What follows belongs to an exercise in optimizing a design on an open flow for small area; a production flow would make more cautious choices.
Power and IR drop assume default switching activity.

Setup of 10-19:
==> flow/design.v (excerpt) <==
module vdx_istore_ecc (
    input  wire          clk,
    input  wire          rst,
    input  wire          wr_valid,
    input  wire [79:0]   wr_data,
    output reg           enc_valid,
    output reg  [7:0]    enc_chk,
    input  wire [3:0]    rd_valid,
    input  wire [351:0]  rd_word,
    output reg  [3:0]    chk_valid,
    output wire [7:0]    chk_status,
    output wire [319:0]  chk_data,
    output wire [3:0]    wb_valid,
    output wire [31:0]   wb_chk,
    input  wire          cnt_clr,
    output reg  [15:0]   ce_cnt
);
For scale: roughly 2600 cells after synthesis, ~740 flip-flops, roughly 830 I/O pins, about 0.028 mm2 of cells after synthesis.
==> flow/config.mk <==
export PLATFORM = sky130hd
export DESIGN_NAME = vdx_istore_ecc
export DESIGN_NICKNAME = vdx_istore_ecc
export VERILOG_FILES = /design/flow/design.v
export SDC_FILE = /design/flow/constraint.sdc
export NUM_CORES = 4
export LEC_CHECK = 0
export CAP_MARGIN = 0
export CORE_AREA = 2 2.72 498 109.52
export DIE_AREA = 0 0 500 112
export SLEW_MARGIN = 0
export SYNTH_HIERARCHICAL = 1
export SYNTH_MINIMUM_KEEP_SIZE = 0
==> flow/constraint.sdc <==
create_clock -name core_clock -period 8.0 [get_ports {clk}]
set_input_delay 1.6000 -clock core_clock [delete_from_list [all_inputs] [get_ports {clk}]]
set_output_delay 1.6000 -clock core_clock [all_outputs]
set_load 0.01 [all_outputs]
standard.sh (not shown) runs the stock make flow with config.mk's settings and CLKGATE_MAP_FILE= SYNTH_SCRIPT=/design/flow/synth_recipe.tcl, a recipe that flattens the netlist after the stock synthesis.
==> flow/flow/run.sh <==
#!/bin/bash
# The standard layout (the standard.sh, standard synthesis unchanged),
# with these changes:
#  - the port buffers that buffer_ports inserts on every input and output
#    are buf_1 instead of the default cell;
#  - clock tree synthesis uses larger sink clusters of clkbuf_8 and no
#    dummy loads.
set -euo pipefail
CTS="-sink_clustering_enable -repair_clock_nets -dont_use_dummy_load"
CTS="$CTS -buf_list {${CTS_BUFS:-sky130_fd_sc_hd__clkbuf_8}}"
CTS="$CTS -sink_clustering_size ${CTS_SIZE:-15} -sink_clustering_max_diameter ${CTS_DIAM:-50}"
bash standard.sh \
  "BUFFER_PORTS_ARGS=-buffer_cell sky130_fd_sc_hd__buf_1" \
  "CTS_ARGS=$CTS" \
  finish > standard.log 2>&1
The inputs of 12-15 differ from those of 10-19 as listed below.
--- a/flow/design.v
+++ b/flow/design.v
@@ -146,28 +146,24 @@
         end
     endgenerate
     wire a0, a1, n0, b1, n1, n2;
     vdx_fa u_pc0 (.a(wb_valid[0]), .b(wb_valid[1]), .c(wb_valid[2]), .s(a0), .co(a1));
     vdx_ha u_pc1 (.a(a0), .b(wb_valid[3]), .s(n0), .co(b1));
     vdx_ha u_pc2 (.a(a1), .b(b1), .s(n1), .co(n2));
     wire [16:0] c;
     wire [15:0] sum;
-    wire [16:3] ones;      
     assign c[0] = 1'b0;
     vdx_ha u_s0 (.a(ce_cnt[0]), .b(n0), .s(sum[0]), .co(c[1]));
     vdx_fa u_s1 (.a(ce_cnt[1]), .b(n1), .c(c[1]), .s(sum[1]), .co(c[2]));
     vdx_fa u_s2 (.a(ce_cnt[2]), .b(n2), .c(c[2]), .s(sum[2]), .co(c[3]));
-    assign ones[3] = 1'b1;
     genvar i;
     generate
         for (i = 3; i < 16; i = i + 1) begin : g_inc
-            assign ones[i+1] = ones[i] & ce_cnt[i];
-            vdx_fix u_s (.d(ce_cnt[i]), .h(c[3]), .l(ones[i]), .y(sum[i]));
-            assign c[i+1] = c[3] & ones[i+1];
+            vdx_ha u_s (.a(ce_cnt[i]), .b(c[i]), .s(sum[i]), .co(c[i+1]));
         end
     endgenerate
     always @(posedge clk) begin
         if (rst || cnt_clr)
             ce_cnt <= 16'd0;
         else
             ce_cnt <= sum | {16{c[16]}};
     end
Results
- Re adder-cell share of the synthesized area: 12-15 is 0.58 points up on 10-19.
- Share of the clock period used by the worst path after layout: higher on 12-15
- On hold slack: 12-15 sits above 10-19.
- On via-per-instance ratio, the higher figure sits with 10-19, not 12-15.
- Of 12-15 and 10-19, it is 12-15 that has the lower final cell count.
- Looking at part of the power in registers across 10-19 and 12-15, the one that comes out higher is 10-19.
- When 12-15 is set beside 10-19, its total wire length turns out to be 0.73% smaller.
- Taking 10-19 as the reference, in 12-15 non-clock buffer count picked up an extra 14; cell area after technology mapping neither gained nor lost much.
- Re met2 routed wirelength: 10-19 was higher than 12-15.
- Compared with 10-19, 12-15 shows a higher post-route core utilization.
- 10-19 → 12-15: cell area held; critical path depth higher; minimum clock period after layout increased 520 ps.
Function was not checked in any run of this note: the RTL went through the layout flow alone.

[re-timing with driven ports]
The flow's constraints put no driver on any port. The routed layouts listed below were extracted and timed again, unchanged, in two steps. Step 1: set_driving_cell puts a clkbuf_16 on clk and a buf_2 on each other input, an assumption about the parent block. Step 2, shift: input delay + t, output delay - t, t = (earliest + latest rising clock arrival at the registers) / 2. This alone moves slack from input paths to output paths. Three values: no drivers, after step 1, after step 2; two values: the first two.
run | t, ns | slack for setup (ns) | clock arrival spread, ns | worst slew at a driven data input, ns
10-19 | 0.740 | 1.002 / 0.930 / 1.619 | 0.111 / 0.111 | 0.08
12-15 | 0.725 | 0.483 / 0.483 / 0.483 | 0.077 / 0.077 | 0.07
After both steps setup and hold are still met in every run listed.
